Context: an optimization exercise on an open-source flow, tuned for small area. The choices shown serve that exercise and are no tape-out recipe.
Function was checked by simulation only, so behaviour that the tests miss may differ from the original.

==> flow/design.v (excerpt) <==
module graft_core (
    input  wire         clk,
    input  wire         rst,             
    input  wire         start,           
    input  wire         op,              
    input  wire         erase,           
    input  wire [255:0] root_key,
    input  wire         root_256,        
    input  wire [7:0]   kind,
    input  wire [63:0]  eui,
    input  wire [7:0]   epoch_rec,       
    input  wire [1:0]   epoch_sc,        
    input  wire         epoch_resolve,   
    output wire         busy,
    output wire         done,
    output wire         nokey,
    output wire [127:0] key_out
);
  function [7:0] xtime;
    input [7:0] b;
    xtime = {b[6:0], 1'b0} ^ (b[7] ? 8'h1b : 8'h00);
  endfunction
  function [7:0] slot_flags;
    input [4:0] r;
    input       k256;
    reg   [4:0] r0;
    begin
      r0 = k256 ? 5'd0 : 5'd4;
      slot_flags = {r >= r0 && r <= 5'd14,
                    r == r0,
                    r == 5'd14,
                    r > r0 && r < 5'd14,
                    r == r0,
                    k256 && r == 5'd1,
                    !k256 || !r[0],
                    r == 5'd19};
    end
  endfunction
  reg         busy_r;
  reg         done_r;
  reg         op_r;
  reg         nokey_pend;   
  reg         k1_valid;
  reg         klen;         
  reg [4:0]   oh;           
  ...
Size in the first run: ~610 flip-flops, roughly 480 I/O pins, ~24000 um2 of cells after synthesis.
clock: 9.0 ns
lec_check: 0
cap_margin: 20
core_margin: 2
core_utilization: 40
gpl_routability_driven: 1
place_density_lb_addon: 0.3
slew_margin: 20
standard.sh (not shown) runs the stock make flow with config.mk's settings and CLKGATE_MAP_FILE= SYNTH_SCRIPT=/design/flow/synth_recipe.tcl, a recipe that flattens the netlist after the stock synthesis.
==> flow/flow/run.sh <==
#!/bin/bash
# Layout flow: the standard ORFS flow (standard.sh) with these changes:
#  - synthesis maps logic with an area-oriented ABC script (flow/abc_area.script)
#    instead of ORFS's delay-oriented one, and leaves half and full adders to
#    ABC too (no ADDER_MAP_FILE); everything else in the synthesis script
#    (synth_recipe.tcl, hence the registers) is unchanged;
#  - every input and output port still gets a buffer, a buf_1 instead of the
#    clkdlybuf4s50_1 that buffer_ports picks by default;
#  - clock tree synthesis clusters up to 18 flip-flops (55 um across) per
#    clkbuf_8 and inserts no dummy loads.
# Each tool writes its full log under orfs/logs/ (ORFS), and this script's
# own output goes to flow_run.log.
set -euo pipefail
W=$(pwd)
exec > >(tee -a "$W/flow_run.log") 2>&1

{
  echo 'proc abc {args} {'
  echo '  set i [lsearch -exact $args -script]'
  echo "  if {\$i >= 0} { lset args [expr {\$i + 1}] $W/flow/abc_area.script }"
  echo '  yosys abc {*}$args'
  echo '}'
  cat "$W/synth_recipe.tcl"
} > "$W/synth_area.tcl"

sed -e "s#SYNTH_SCRIPT=[^ ]*#SYNTH_SCRIPT=$W/synth_area.tcl BUFFER_PORTS_ARGS='-buffer_cell sky130_fd_sc_hd__buf_1' ADDER_MAP_FILE= CTS_ARGS='-sink_clustering_enable -repair_clock_nets -dont_use_dummy_load -sink_clustering_size 18 -sink_clustering_max_diameter 55 -buf_list {sky130_fd_sc_hd__clkbuf_8}'#" \
    "$W/standard.sh" > "$W/standard_area.sh"
grep -n 'make ' "$W/standard_area.sh"
bash "$W/standard_area.sh" > "$W/standard_area.log" 2>&1
echo "flow done"
==> flow/flow/abc_area.script <==
strash
dch -f
amap
strash
dch -f
amap
The starting point finished with timing, DRC and antenna clean.
Then changed:
--- a/flow/flow/run.sh
+++ b/flow/flow/run.sh
@@ -2 +2 @@
-# Layout flow: the standard ORFS flow (standard.sh) with these changes:
+# Layout flow: the standard ORFS flow (standard.sh) with two changes:
@@ -4,3 +4,2 @@
-#    instead of ORFS's delay-oriented one, and leaves half and full adders to
-#    ABC too (no ADDER_MAP_FILE); everything else in the synthesis script
-#    (synth_recipe.tcl, hence the registers) is unchanged;
+#    instead of ORFS's delay-oriented one; everything else in the synthesis
+#    script (synth_recipe.tcl, hence the registers) is unchanged;
@@ -9 +8 @@
-#  - clock tree synthesis clusters up to 18 flip-flops (55 um across) per
+#  - clock tree synthesis clusters up to 20 flip-flops (60 um across) per
@@ -26 +25 @@
-sed -e "s#SYNTH_SCRIPT=[^ ]*#SYNTH_SCRIPT=$W/synth_area.tcl BUFFER_PORTS_ARGS='-buffer_cell sky130_fd_sc_hd__buf_1' ADDER_MAP_FILE= CTS_ARGS='-sink_clustering_enable -repair_clock_nets -dont_use_dummy_load -sink_clustering_size 18 -sink_clustering_max_diameter 55 -buf_list {sky130_fd_sc_hd__clkbuf_8}'#" \
+sed -e "s#SYNTH_SCRIPT=[^ ]*#SYNTH_SCRIPT=$W/synth_area.tcl BUFFER_PORTS_ARGS='-buffer_cell sky130_fd_sc_hd__buf_1' CTS_ARGS='-sink_clustering_enable -repair_clock_nets -dont_use_dummy_load -sink_clustering_size 20 -sink_clustering_max_diameter 60 -buf_list {sky130_fd_sc_hd__clkbuf_8}'#" \
CORE_UTILIZATION = 50   (was 40)
PLACE_DENSITY_LB_ADDON = 0.1   (was 0.3)
What happened: Clock-buffer cell count went down by 10. Setup slack got worse by 0.12 ns. Worst hold slack improves by 0.038 ns. Routed wire length rose slightly. Final cell count shrinks by a few percent.
Then changed:
--- a/flow/flow/run.sh
+++ b/flow/flow/run.sh
@@ -25 +25 @@
-sed -e "s#SYNTH_SCRIPT=[^ ]*#SYNTH_SCRIPT=$W/synth_area.tcl BUFFER_PORTS_ARGS='-buffer_cell sky130_fd_sc_hd__buf_1' CTS_ARGS='-sink_clustering_enable -repair_clock_nets -dont_use_dummy_load -sink_clustering_size 20 -sink_clustering_max_diameter 60 -buf_list {sky130_fd_sc_hd__clkbuf_8}'#" \
+sed -e "s#SYNTH_SCRIPT=[^ ]*#SYNTH_SCRIPT=$W/synth_area.tcl BUFFER_PORTS_ARGS='-buffer_cell sky130_fd_sc_hd__buf_1' REMOVE_ABC_BUFFERS='1' CTS_ARGS='-sink_clustering_enable -repair_clock_nets -dont_use_dummy_load -sink_clustering_size 20 -sink_clustering_max_diameter 60 -buf_list {sky130_fd_sc_hd__clkbuf_8}'#" \
CORE_UTILIZATION = 40   (was 50)
The new run passed the timing, design-rule and antenna checks.
Final area grows by 1.6%.
Setup slack gains 0.12 ns.
Sequential share of layout area shrinks by 0.72 points.
Hold slack loses 0.031 ns.
Synthesized area does not change.
Then changed:
--- a/flow/flow/run.sh
+++ b/flow/flow/run.sh
@@ -2 +2 @@
-# Layout flow: the standard ORFS flow (standard.sh) with two changes:
+# Layout flow: the standard ORFS flow (standard.sh) with these changes:
@@ -4,2 +4,3 @@
-#    instead of ORFS's delay-oriented one; everything else in the synthesis
-#    script (synth_recipe.tcl, hence the registers) is unchanged;
+#    instead of ORFS's delay-oriented one, and leaves half and full adders to
+#    ABC too (no ADDER_MAP_FILE); everything else in the synthesis script
+#    (synth_recipe.tcl, hence the registers) is unchanged;
@@ -8 +9 @@
-#  - clock tree synthesis clusters up to 20 flip-flops (60 um across) per
+#  - clock tree synthesis clusters up to 16 flip-flops (50 um across) per
@@ -25 +26 @@
-sed -e "s#SYNTH_SCRIPT=[^ ]*#SYNTH_SCRIPT=$W/synth_area.tcl BUFFER_PORTS_ARGS='-buffer_cell sky130_fd_sc_hd__buf_1' REMOVE_ABC_BUFFERS='1' CTS_ARGS='-sink_clustering_enable -repair_clock_nets -dont_use_dummy_load -sink_clustering_size 20 -sink_clustering_max_diameter 60 -buf_list {sky130_fd_sc_hd__clkbuf_8}'#" \
+sed -e "s#SYNTH_SCRIPT=[^ ]*#SYNTH_SCRIPT=$W/synth_area.tcl BUFFER_PORTS_ARGS='-buffer_cell sky130_fd_sc_hd__buf_1' ADDER_MAP_FILE= CTS_ARGS='-sink_clustering_enable -repair_clock_nets -dont_use_dummy_load -sink_clustering_size 16 -sink_clustering_max_diameter 50 -buf_list {sky130_fd_sc_hd__clkbuf_8}'#" \
PLACE_DENSITY_LB_ADDON = 0.3   (was 0.1)
The new run went through all stages and came out clean.
Design area goes down slightly.
Sequential share of layout area goes up by 0.54 points.
Final cell count goes down slightly.
Sequential cell count is unchanged.
Worst setup slack gets worse by 0.021 ns.
Hold slack gets better by 0.0088 ns.
Via count goes down slightly.
Utilization goes up by 0.23 points.
Synthesized cell count is about the same.
Then changed:
--- a/flow/flow/run.sh
+++ b/flow/flow/run.sh
@@ -4,3 +4,2 @@
-#    instead of ORFS's delay-oriented one, and leaves half and full adders to
-#    ABC too (no ADDER_MAP_FILE); everything else in the synthesis script
-#    (synth_recipe.tcl, hence the registers) is unchanged;
+#    instead of ORFS's delay-oriented one; everything else in the synthesis
+#    script (synth_recipe.tcl, hence the registers) is unchanged;
@@ -26 +25 @@
-sed -e "s#SYNTH_SCRIPT=[^ ]*#SYNTH_SCRIPT=$W/synth_area.tcl BUFFER_PORTS_ARGS='-buffer_cell sky130_fd_sc_hd__buf_1' ADDER_MAP_FILE= CTS_ARGS='-sink_clustering_enable -repair_clock_nets -dont_use_dummy_load -sink_clustering_size 16 -sink_clustering_max_diameter 50 -buf_list {sky130_fd_sc_hd__clkbuf_8}'#" \
+sed -e "s#SYNTH_SCRIPT=[^ ]*#SYNTH_SCRIPT=$W/synth_area.tcl BUFFER_PORTS_ARGS='-buffer_cell sky130_fd_sc_hd__buf_1' CTS_ARGS='-sink_clustering_enable -repair_clock_nets -dont_use_dummy_load -sink_clustering_size 16 -sink_clustering_max_diameter 50 -buf_list {sky130_fd_sc_hd__clkbuf_8}'#" \
GPL_ROUTABILITY_DRIVEN = 0   (was 1)
Outcome: The new run passed the timing, design-rule and antenna checks. Via count went up by 0.75%. Global-route usage decreases by 0.78 points. Hold slack got worse by 0.0093 ns. Cell area is higher by 0.55%. Clock skew drops by 0.015 ns. Sequential share of layout area drops by 0.25 points. Setup slack is worse by 0.030 ns.


Starting RTL as in the previous note.
==> flow/design.v (excerpt) <==
module graft_core (
    input  wire         clk,
    input  wire         rst,             
    input  wire         start,           
    input  wire         op,              
    input  wire         erase,           
    input  wire [255:0] root_key,
    input  wire         root_256,        
    input  wire [7:0]   kind,
    input  wire [63:0]  eui,
    input  wire [7:0]   epoch_rec,       
    input  wire [1:0]   epoch_sc,        
    input  wire         epoch_resolve,   
    output wire         busy,
    output wire         done,
    output wire         nokey,
    output wire [127:0] key_out
);
  function [7:0] xtime;
    input [7:0] b;
    xtime = {b[6:0], 1'b0} ^ (b[7] ? 8'h1b : 8'h00);
  endfunction
  function [7:0] slot_flags;
    input [4:0] r;
    input       k256;
    reg   [4:0] r0;
    begin
      r0 = k256 ? 5'd0 : 5'd4;
      slot_flags = {r >= r0 && r <= 5'd14,
                    r == r0,
                    r == 5'd14,
                    r > r0 && r < 5'd14,
                    r == r0,
                    k256 && r == 5'd1,
                    !k256 || !r[0],
                    r == 5'd19};
    end
  endfunction
  reg         busy_r;
  reg         done_r;
  reg         op_r;
  reg         nokey_pend;   
  reg         k1_valid;
  reg         klen;         
  reg [4:0]   oh;           
  reg [4:0]   rd;           
  reg         f_aes, f_first, f_last, f_mc, f_plo, f_phi, f_rot, f_fin;
  reg [39:0]  row0;         
  reg [31:0]  row1;
  reg [31:0]  row2;
  reg [31:0]  row3;
  reg [319:0] kreg;         
  reg [127:0] k1r;          
  reg [1:0]   kph;          
  reg [3:0]   ksel;         
  assign busy  = busy_r;
  assign done  = done_r;
  assign nokey = nokey_pend;
  wire ph0    = oh[0];
  wire ccyc   = f_aes && !ph0;                 
  wire finish = busy_r && f_fin && ph0;        
  wire accept = start && !busy_r;
  wire [31:0] kw0 = kreg[31:0];
  wire [31:0] kw5 = kreg[191:160];
  wire [31:0] kw8 = kreg[287:256];
  wire [31:0] kw9 = kreg[319:288];      
  wire [3:0] ridx = klen ? {1'b0, rd[4:1]} : rd[3:0] - 4'd4;
  reg  [7:0] rcon;
  always @(*) begin
    case (ridx)
      4'd1:    rcon = 8'h01;
      4'd2:    rcon = 8'h02;
      4'd3:    rcon = 8'h04;
      4'd4:    rcon = 8'h08;
  ...
Settings: LEC_CHECK=0, CAP_MARGIN=20, CORE_MARGIN=2, CORE_UTILIZATION=40, GPL_ROUTABILITY_DRIVEN=1, PLACE_DENSITY_LB_ADDON=0.1, SLEW_MARGIN=20; clock period 9.0 ns.
==> flow/flow/run.sh <==
#!/bin/bash
# Layout flow: the standard ORFS flow (standard.sh) with two changes:
#  - synthesis maps logic with an area-oriented ABC script (flow/abc_area.script)
#    instead of ORFS's delay-oriented one; everything else in the synthesis
#    script (synth_recipe.tcl, hence the registers) is unchanged;
#  - every input and output port still gets a buffer, a buf_1 instead of the
#    clkdlybuf4s50_1 that buffer_ports picks by default;
#  - clock tree synthesis clusters up to 20 flip-flops (60 um across) per
#    clkbuf_8 and inserts no dummy loads.
# Each tool writes its full log under orfs/logs/ (ORFS), and this script's
# own output goes to flow_run.log.
set -euo pipefail
W=$(pwd)
exec > >(tee -a "$W/flow_run.log") 2>&1

{
  echo 'proc abc {args} {'
  echo '  set i [lsearch -exact $args -script]'
  echo "  if {\$i >= 0} { lset args [expr {\$i + 1}] $W/flow/abc_area.script }"
  echo '  yosys abc {*}$args'
  echo '}'
  cat "$W/synth_recipe.tcl"
} > "$W/synth_area.tcl"

sed -e "s#SYNTH_SCRIPT=[^ ]*#SYNTH_SCRIPT=$W/synth_area.tcl BUFFER_PORTS_ARGS='-buffer_cell sky130_fd_sc_hd__buf_1' CTS_ARGS='-sink_clustering_enable -repair_clock_nets -dont_use_dummy_load -sink_clustering_size 30 -sink_clustering_max_diameter 60 -buf_list {sky130_fd_sc_hd__clkbuf_16}'#" \
    "$W/standard.sh" > "$W/standard_area.sh"
grep -n 'make ' "$W/standard_area.sh"
bash "$W/standard_area.sh" > "$W/standard_area.log" 2>&1
echo "flow done"
Scripts as last shown in full above: flow/flow/abc_area.script
Edit:
--- a/flow/flow/run.sh
+++ b/flow/flow/run.sh
@@ -25 +25 @@
-sed -e "s#SYNTH_SCRIPT=[^ ]*#SYNTH_SCRIPT=$W/synth_area.tcl BUFFER_PORTS_ARGS='-buffer_cell sky130_fd_sc_hd__buf_1' CTS_ARGS='-sink_clustering_enable -repair_clock_nets -dont_use_dummy_load -sink_clustering_size 30 -sink_clustering_max_diameter 60 -buf_list {sky130_fd_sc_hd__clkbuf_16}'#" \
+sed -e "s#SYNTH_SCRIPT=[^ ]*#SYNTH_SCRIPT=$W/synth_area.tcl BUFFER_PORTS_ARGS='-buffer_cell sky130_fd_sc_hd__buf_1' CTS_ARGS='-sink_clustering_enable -repair_clock_nets -dont_use_dummy_load -sink_clustering_size 20 -sink_clustering_max_diameter 60 -buf_list {sky130_fd_sc_hd__clkbuf_8}'#" \
Settings changed: CORE_UTILIZATION 40 to 30.
The changed run completed with no timing, DRC or antenna violations. Worst setup slack improved by 98 ps. First-iteration DRC count fell by 3.7%. Global-route usage falls by 5.6 points. Routed wire length went up by 6.5%. Design area is about the same.
Edit:
--- a/flow/flow/run.sh
+++ b/flow/flow/run.sh
@@ -2 +2 @@
-# Layout flow: the standard ORFS flow (standard.sh) with two changes:
+# Layout flow: the standard ORFS flow (standard.sh) with these changes:
@@ -8 +8 @@
-#  - clock tree synthesis clusters up to 20 flip-flops (60 um across) per
+#  - clock tree synthesis clusters up to 16 flip-flops (50 um across) per
@@ -25 +25 @@
-sed -e "s#SYNTH_SCRIPT=[^ ]*#SYNTH_SCRIPT=$W/synth_area.tcl BUFFER_PORTS_ARGS='-buffer_cell sky130_fd_sc_hd__buf_1' CTS_ARGS='-sink_clustering_enable -repair_clock_nets -dont_use_dummy_load -sink_clustering_size 20 -sink_clustering_max_diameter 60 -buf_list {sky130_fd_sc_hd__clkbuf_8}'#" \
+sed -e "s#SYNTH_SCRIPT=[^ ]*#SYNTH_SCRIPT=$W/synth_area.tcl BUFFER_PORTS_ARGS='-buffer_cell sky130_fd_sc_hd__buf_1' CTS_ARGS='-sink_clustering_enable -repair_clock_nets -dont_use_dummy_load -sink_clustering_size 16 -sink_clustering_max_diameter 50 -buf_list {sky130_fd_sc_hd__clkbuf_8}'#" \
Settings changed: CORE_UTILIZATION 30 to 40, PLACE_DENSITY_LB_ADDON 0.1 to 0.3.
After rerunning: Fmax shrinks by 2.2%. Via count hardly moves. Setup slack got worse by 180 ps.
Edit:
--- a/flow/flow/run.sh
+++ b/flow/flow/run.sh
@@ -2 +2 @@
-# Layout flow: the standard ORFS flow (standard.sh) with these changes:
+# Layout flow: the standard ORFS flow (standard.sh) with two changes:
@@ -8 +8 @@
-#  - clock tree synthesis clusters up to 16 flip-flops (50 um across) per
+#  - clock tree synthesis clusters up to 20 flip-flops (60 um across) per
@@ -19,2 +19,5 @@
-  echo "  if {\$i >= 0} { lset args [expr {\$i + 1}] $W/flow/abc_area.script }"
-  echo '  yosys abc {*}$args'
+  echo '  set a $args'
+  echo '  set d $args'
+  echo "  if {\$i >= 0} { lset a [expr {\$i + 1}] $W/flow/abc_area.script; lset d [expr {\$i + 1}] $W/flow/abc_sbox.script }"
+  echo '  yosys abc {*}$a graft_core'
+  echo '  yosys abc {*}$d aes_sbox'
@@ -22 +25,2 @@
-  cat "$W/synth_recipe.tcl"
+  echo 'proc synth {args} { yosys setattr -mod -set keep_hierarchy 1 aes_sbox; yosys synth -nofsm -noshare {*}$args }'
+  tail -n +2 "$W/synth_recipe.tcl"
@@ -25 +29 @@
-sed -e "s#SYNTH_SCRIPT=[^ ]*#SYNTH_SCRIPT=$W/synth_area.tcl BUFFER_PORTS_ARGS='-buffer_cell sky130_fd_sc_hd__buf_1' CTS_ARGS='-sink_clustering_enable -repair_clock_nets -dont_use_dummy_load -sink_clustering_size 16 -sink_clustering_max_diameter 50 -buf_list {sky130_fd_sc_hd__clkbuf_8}'#" \
+sed -e "s#SYNTH_SCRIPT=[^ ]*#SYNTH_SCRIPT=$W/synth_area.tcl BUFFER_PORTS_ARGS='-buffer_cell sky130_fd_sc_hd__buf_1' CTS_ARGS='-sink_clustering_enable -repair_clock_nets -dont_use_dummy_load -sink_clustering_size 20 -sink_clustering_max_diameter 60 -buf_list {sky130_fd_sc_hd__clkbuf_8}'#" \
==> flow/flow/abc_sbox.script (new file) <==
strash
dch -f
map -D 4000
Settings changed: PLACE_DENSITY_LB_ADDON 0.3 to 0.1.
Effect: Non-clock buffer count falls by 13; core utilization shrinks by 1.0 points; critical path depth came out lower by 7; cell area is about the same; count of clock-buffer cells in the layout drops by 15; fmax rises by 1.6%; synthesized area climbs by about 1.8%; worst hold slack gets worse by 13 ps; cell count shrinks by 1.7%; die area came out higher by 1.8%.

==> afterwards: timing with drivers on the ports <==
In the flow no input, the clock included, has a driving cell. The finished layouts below were timed again as built, in two steps.
Step 1, drivers: a clkbuf_16 drives clk and a buf_2 each remaining input, both assumed.
Step 2 times the ports against the registers' clock, not the clock port: input delays grow and output delays shrink by t, the midpoint of the rising clock arrivals with the driver on.
a / b / c = ideal / step 1 / step 2; a / b = the first two.
run	shift t [ns]	setup slack, ns	hold slack, ns	slew at the worst register clock pin (ns)
the first run of note 1	0.702	0.660 / 0.660 / 0.660	0.279 / 0.279 / 0.279	0.11 / 0.11
the second run of note 1	0.692	0.537 / 0.537 / 0.537	0.317 / 0.317 / 0.317	0.12 / 0.12
the third run of note 1	0.678	0.661 / 0.661 / 0.661	0.286 / 0.286 / 0.286	0.12 / 0.12
the fourth run of note 1	0.722	0.640 / 0.640 / 0.640	0.295 / 0.295 / 0.295	0.10 / 0.10
the fifth run of note 1	0.718	0.609 / 0.609 / 0.609	0.286 / 0.286 / 0.286	0.10 / 0.10
the first run of note 2	0.629	0.691 / 0.691 / 0.691	0.292 / 0.292 / 0.292	0.10 / 0.10
the second run of note 2	0.720	0.789 / 0.789 / 0.789	0.272 / 0.272 / 0.272	0.12 / 0.12
the third run of note 2	0.720	0.608 / 0.608 / 0.608	0.279 / 0.279 / 0.279	0.10 / 0.10
the fourth run of note 2	0.687	0.744 / 0.744 / 0.744	0.266 / 0.266 / 0.266	0.12 / 0.12
After both steps every run listed still meets setup and hold.
